Source: an optimization exercise on an open RTL-to-GDS flow (aim: small area, a short achievable clock period and few clock cycles). Production flows keep margins and buffers that such runs may drop.
For this run, only the layout was checked, not whether the RTL still works.
Power and IR drop assume default switching activity.

## design/flow/design.v

```verilog
module glk_scrambler (
    input  wire        clk,
    input  wire        step,       
    input  wire        load,       
    input  wire [57:0] seed,
    input  wire [9:0]  din,
    output wire [9:0]  dout        
);
    reg  [57:0] state;
    wire [57:0] cur = load ? seed : state;
    reg  [57:0] s;
    reg  [9:0]  ks;
    integer     b;
    always @(*) begin
        s  = cur;
        ks = 10'd0;
        for (b = 9; b >= 0; b = b - 1) begin
            ks[b] = s[57] ^ s[38];
            s     = {s[56:0], ks[b]};
        end
    end
    assign dout = din ^ ks;
    always @(posedge clk)
        if (step)
            state <= s;
endmodule
module glk_rs_enc (
    input  wire       clk,
    input  wire       rst,
    input  wire       msg,
    input  wire       shift,
    input  wire [9:0] din,
    output wire [9:0] par_top
);
    function [9:0] gf10_mul;
        input [9:0] a;
        input [9:0] b;
        reg   [19:0] p;
        integer i;
        begin
            p = 20'd0;
            for (i = 0; i < 10; i = i + 1)
                if (b[i])
                    p = p ^ ({10'd0, a} << i);
            for (i = 19; i >= 10; i = i - 1)
                if (p[i])
                    p = p ^ (20'h00409 << (i - 10));
            gf10_mul = p[9:0];
        end
    endfunction
    localparam [349:0] GEN = {
        10'h366, 10'h3fc, 10'h352, 10'h15b, 10'h23d, 10'h0d7, 10'h066,
        10'h0a7, 10'h308, 10'h27d, 10'h0e9, 10'h1cc, 10'h132, 10'h175,
        10'h0cc, 10'h20d, 10'h242, 10'h37e, 10'h3e3, 10'h2fd, 10'h382,
        10'h2fd, 10'h2e3, 10'h0af, 10'h3df, 10'h07e, 10'h036, 10'h2f3,
        10'h04c, 10'h00e, 10'h37d, 10'h34c, 10'h0a9, 10'h0bb, 10'h07b
    };
    reg  [349:0] par;                     
    wire [9:0]   fb = din ^ par[349:340];
    assign par_top = par[349:340];
    integer i;
    always @(posedge clk) begin
        if (rst) begin
            par <= 350'd0;
        end else if (msg) begin
            par[9:0] <= gf10_mul(fb, GEN[9:0]);
            for (i = 1; i < 35; i = i + 1)
                par[10*i +: 10] <= par[10*(i-1) +: 10] ^ gf10_mul(fb, GEN[10*i +: 10]);
        end else if (shift) begin
            par <= {par[339:0], 10'd0};
        end
    end
endmodule
module glk_rs_syn (
    input  wire         clk,
    input  wire         en,
    input  wire         first,
    input  wire [9:0]   din,
    output wire [349:0] syn       
);
    function [9:0] gf10_mul;
        input [9:0] a;
        input [9:0] b;
        reg   [19:0] p;
        integer i;
        begin
            p = 20'd0;
            for (i = 0; i < 10; i = i + 1)
                if (b[i])
                    p = p ^ ({10'd0, a} << i);
            for (i = 19; i >= 10; i = i - 1)
                if (p[i])
                    p = p ^ (20'h00409 << (i - 10));
            gf10_mul = p[9:0];
        end
    endfunction
    localparam [349:0] ROOT = {
        10'h0d1, 10'h26c, 10'h136, 10'h09b, 10'h249, 10'h320, 10'h190,
        10'h0c8, 10'h064, 10'h032, 10'h019, 10'h208, 10'h104, 10'h082,
        10'h041, 10'h224, 10'h112, 10'h089, 10'h240, 10'h120, 10'h090,
        10'h048, 10'h024, 10'h012, 10'h009, 10'h200, 10'h100, 10'h080,
        10'h040, 10'h020, 10'h010, 10'h008, 10'h004, 10'h002, 10'h001
    };
    reg [349:0] s;
    assign syn = s;
    integer j;
    always @(posedge clk)
        if (en)
            for (j = 0; j < 35; j = j + 1)
                s[10*j +: 10] <= first ? din
                                       : (gf10_mul(s[10*j +: 10], ROOT[10*j +: 10]) ^ din);
endmodule
module glk_fec (
    input  wire         clk,
    input  wire         rst,
    input  wire         tx_in_valid,
    output wire         tx_in_ready,
    input  wire [9:0]   tx_in_data,
    input  wire         tx_in_reseed,
    input  wire [57:0]  tx_seed,
    output reg          tx_out_valid,
    output reg  [9:0]   tx_out_data,
    input  wire         rx_in_valid,
    input  wire [9:0]   rx_in_data,
    input  wire         rx_in_reseed,
    input  wire [57:0]  rx_seed,
    output reg          rx_out_valid,
    output reg  [9:0]   rx_out_data,
    output reg          rx_done,
    output wire         rx_ok,
    output wire [349:0] rx_syn
);
    localparam [8:0] N_MSG  = 9'd325;
    localparam [8:0] N_LAST = 9'd359;
    reg  [8:0] tx_cnt;                    
    wire       tx_par   = (tx_cnt >= N_MSG);
    wire       tx_acc   = tx_in_valid & tx_in_ready;
    wire       tx_step  = tx_acc | tx_par;
    wire       tx_load  = tx_acc & tx_in_reseed & (tx_cnt == 9'd0);
    wire [9:0] tx_ptop;
    wire [9:0] tx_scr;
    assign tx_in_ready = ~tx_par;
    glk_rs_enc u_enc (
        .clk     (clk),
        .rst     (rst),
        .msg     (tx_acc),
        .shift   (tx_par),
        .din     (tx_in_data),
        .par_top (tx_ptop)
    );
    glk_scrambler u_tx_scr (
        .clk  (clk),
        .step (tx_step),
        .load (tx_load),
        .seed (tx_seed),
        .din  (tx_par ? tx_ptop : tx_in_data),
        .dout (tx_scr)
    );
    always @(posedge clk) begin
        if (rst) begin
            tx_cnt       <= 9'd0;
            tx_out_valid <= 1'b0;
        end else begin
            tx_out_valid <= tx_step;
            if (tx_step)
                tx_cnt <= (tx_cnt == N_LAST) ? 9'd0 : tx_cnt + 9'd1;
        end
        tx_out_data <= tx_scr;
    end
    reg  [8:0] rx_cnt;
    wire       rx_first = (rx_cnt == 9'd0);
    wire       rx_load  = rx_in_valid & rx_in_reseed & rx_first;
    wire [9:0] rx_dscr;
    glk_scrambler u_rx_scr (
        .clk  (clk),
        .step (rx_in_valid),
        .load (rx_load),
        .seed (rx_seed),
        .din  (rx_in_data),
        .dout (rx_dscr)
    );
    glk_rs_syn u_syn (
        .clk   (clk),
        .en    (rx_in_valid),
        .first (rx_first),
        .din   (rx_dscr),
        .syn   (rx_syn)
    );
    assign rx_ok = ~|rx_syn;
    always @(posedge clk) begin
        if (rst) begin
            rx_cnt       <= 9'd0;
            rx_out_valid <= 1'b0;
            rx_done      <= 1'b0;
        end else begin
            rx_out_valid <= rx_in_valid & (rx_cnt < N_MSG);
            rx_done      <= rx_in_valid & (rx_cnt == N_LAST);
            if (rx_in_valid)
                rx_cnt <= (rx_cnt == N_LAST) ? 9'd0 : rx_cnt + 9'd1;
        end
        rx_out_data <= rx_dscr;
    end
endmodule
```

## design/flow/run.sh

```bash
#!/bin/bash
# synth_recipe.tcl (not shown) runs the flow's synth.tcl, then flattens the netlist and writes it again
# the make line also repeats each setting of config.mk as NAME=value (left out here)
make -C /OpenROAD-flow-scripts/flow DESIGN_CONFIG=/design/flow/config.mk WORK_HOME=/design/flow/orfs CLKGATE_MAP_FILE= SYNTH_SCRIPT=/design/flow/synth_recipe.tcl finish
```

## design/flow/config.mk

```make
export PLATFORM = sky130hd
export DESIGN_NAME = glk_fec
export DESIGN_NICKNAME = glk_fec
export VERILOG_FILES = /design/flow/design.v
export SDC_FILE = /design/flow/constraint.sdc
export NUM_CORES = 4
export LEC_CHECK = 0
export CAP_MARGIN = 20
export CORE_MARGIN = 2
export CORE_UTILIZATION = 40
export SLEW_MARGIN = 40
```

## design/flow/constraint.sdc

```tcl
create_clock -name core_clock -period 5.5 [get_ports {clk}]
set_input_delay 1.1000 -clock core_clock [delete_from_list [all_inputs] [get_ports {clk}]]
set_output_delay 1.1000 -clock core_clock [all_outputs]
set_load 0.01 [all_outputs]
```

==> flow_summary.yaml <==
run_status:
  outcome: "no timing/DRC/antenna violations"
global_routing:
  grt_pass1_vias: 35400
  grt_usage_pct: 26.5
  grt_first_pass_wirelength_um: 243000
  antenna_found_initial: 1
  grt_max_degree: 128
  grt_overflow: 0
clocking:
  clk_latency_ns: 0.72
  numCtsBuffers: 101
  cts_tree: "built"
  ctsLongestPathBuffers: 3
  clock-root-buffer: "clkbuf_16"
  clkSlewWorstSetupHoldPaths_ns: 0.06
  cts_sinks: 857
  htreeDepth: 3
  cts_setup_buffers: 0
setup_path:
  crit_arrival_ns: 4.28
  worst_ep_required_time_ns: 4.40
  path_class: "flop to primary output"
  timing.rr.start: "rx_cnt[0]"
  start_kind: "flop"
  reg2regPathDepth: 11
  endpoint: "rx_ok"
  cp-end-kind: "primary output"
  r2r_end: "u_syn.s[231]"
  rrSetupSlack_ns: 1.53
  crit_start: "u_syn.s[260]"
  path_max_fanout: 4
yosys:
  yosys_warnings: 4
  yosysUniqueCellTypes: 55
  synth_seq_area_share_pct: 45.4
  synth_area_leader_cell: "edfxtp_1"
  synthCells: 4739
  synthesis.nets: 4914
  async_flop_share_pct: 0
  syn_area_um2: 48000
  syn_area_per_cell_um2: 10.1
  ys.flop_type: "edfxtp_1"
  yosys-top-cells-area: "edfxtp_1 (29%), xnor2_1 (19%), dfxtp_1 (16%)"
  synth_top_area_share_pct: 29.1
  synth_edf_count: 466
  synth-seq-cells: 857
detailed_routing:
  route.detailed.wl_per_inst_um: 24.4
  via_count: 37500
  antenna_left: 0
  dr.pass1.iters: 5
  drc: 0
  routed_wl_um: 168000
  first_iter_violations: 3873
  vias_per_cell: 5.46
timing:
  finalSetupViolations: 0
  max_slew_margin_pct: 40.3
  rsz0062_at_grt: "no"
  fin_setup_tns_ns: 0
  max_freq_mhz: 186
  tightest_slew_ns: 0.890
  final-hold-violation-count: 0
  fin_skew_ns: 0.0380
  period_share_pct: 97.9
  min_period_ns: 5.38
  maxSlewViolCount: 0
  whs_ns: 0.469
floorplan:
  dieArea_um2: 123000
  die_h_um: 351
  dieWidth_um: 351
  core_area_um2: 119000
  initial_utilization_pct: 40.2
  boundaryPins: 517
  num_rows: 127
pwr:
  power_density_nw_per_um2: 742
  vdd_drop_max_v: 0.000367
  leakage_nw: 20.9
place:
  dp_hpwl_um: 117000
  port-buffer-count: 516
  placed_cell_area_um2: 55500
  place.gp.congestion: 0.927
worst_hold_path:
  hold_path.class: "flop to flop"
  hold-path-cell-count: 2
  hp-start: "u_enc.par[151]"
finish:
  drive_gt1_share_pct: 8.54
  syn_to_final_growth_pct: 22.9
  n_fill_cell: 11000
  fin_area_um2: 59000
  finalNetCount: 5348
run:
  drv_cap: 0
## how the worst min path moves through the flow
stage               slack, ns             end
detailed placement       0.47  u_enc.par[119]
floorplan                0.44  u_enc.par[123]
finish                   0.47  u_enc.par[161]
global route             0.49   u_enc.par[94]
global placement         0.46  u_enc.par[169]
CTS                      0.47  u_enc.par[234]
## layer usage
metal  GRT usage (%)  routed length (µm)
met5               0                   0
met4            12.6                8150
met3            4.32               13000
met2            41.7               76100
met1            35.5               70500
## cell type report
class / count / area [µm²] / area share [%]
inverter: 70 / 278 / 0.471
timing repair buffer: 630 / 6370 / 10.8
clock inverter: 55 / 558 / 0.945
antenna: 1 / 2.50 / 0.00424
sequential: 857 / 21800 / 37.0
clock buffer: 133 / 2860 / 4.85
tap: 1612 / 2020 / 3.42
multi-input combinational: 3513 / 25100 / 42.6
## cells in the final DEF, fill, tap and decap left out, drive strengths merged, types with 67 or more instances in the layout
cell	instances
or3	67
clkdlybuf4s50	513
clkbuf	133
buf	117
xor2	336
nand2	535
nor4	82
nor2	446
a211oi	158
xnor2	1042
mux2	99
edfxtp	466
inv	77
nor3	71
dfxtp	391
a21oi	99
o21ai	128
## cells in the mapped netlist (27+ instances only)
cell	n
a211oi_1	158
a21o_1	27
a21oi_1	99
a22oi_1	34
a311oi_1	61
buf_2	53
clkbuf_1	226
dfxtp_1	391
edfxtp_1	466
ha_1	33
inv_1	68
mux2_2	99
nand2_1	535
nand4_1	31
nor2_1	446
nor2b_1	33
nor3_1	71
nor4_1	82
o21ai_0	119
or3_1	67
xnor2_1	1015
xor2_1	323
## kinds of logic (layout without fill, tap and decap cells)
family / count (synthesis) / after routing / share of synthesized area, %
mux: 122 / 122 / 2.80
buf+inv: 369 / 888 / 3.03
fa+ha+maj: 33 / 33 / 0.860
compound gates: 634 / 634 / 8.90
other cells: 0 / 1 / 0
simple gates: 1325 / 1325 / 12.1
xor+xnor: 1399 / 1399 / 26.9
flops: 857 / 857 / 45.4
## registers in the layout (all words and copies together) (netlist names)
name and flops:
rx_out_data 10, rx_done 1, u_tx_scr.state 58, rx_out_valid 1, tx_out_valid 1, u_enc.par 350
rx_cnt 9, tx_cnt 9, u_rx_scr.state 58, u_syn.s 350, tx_out_data 10
## report_power, final
| group | switching (mW) | total (mW) | internal [mW] |
|---|---|---|---|
| logic | 13.6 | 24.9 | 11.3 |
| clock network | 2.91 | 6.96 | 4.05 |
| registers | 2.54 | 11.9 | 9.38 |
## what timing repair did
item / 4_1_cts / 5_1_grt
hold buffers: 0 / 0
gates resized for setup: 1 / 0
setup endpoints to repair: 1 / 0
## worst max-delay path, cell delays in order (launching register included)
cell,delay [ns]
edfxtp_1,0.57
or4_1,0.62
nor4_2,0.49
nand4_1,0.15
nor3_1,0.56
nand4_1,0.24
nor3_1,0.26
clkdlybuf4s50_1,0.69
## metrics by stage
stage | setup slack, ns | utilization (%) | power [mW] | std cells
after floorplan | 1.12 | - | 27.6 | 4739
after global placement | 0.716 | 46.4 | 36.2 | 6679
after detailed placement | 0.526 | 46.5 | 36.4 | 6681
after CTS | 0.136 | 49.4 | 43.6 | 6869
after global routing | 0.0893 | 49.4 | 46.0 | 6871
final | 0.117 | 49.4 | 43.8 | 6871

-- static timing again, ports no longer ideal --
The flow's constraints put no driver on any port. The routed layout listed below was extracted and timed again, unchanged, in two steps. Step 1 assumes that a clkbuf_16 drives the clock port and a buf_2 every other input. Step 2, shift: input delay + t, output delay - t, t = (earliest + latest rising clock arrival at the registers) / 2. This alone moves slack from input paths to output paths. a / b / c = ideal ports / drivers / drivers and shift; a / b = the first two.
t (ns): 0.764
slack for setup (ns): 0.117 / 0.048 / 0.652
hold WS [ns]: 0.469 / 0.469 / 0.469
After both steps setup and hold are still met in this run. For this run, drivers alone change the setup slack by -0.069 ns; drivers and shift together by +0.535 ns.
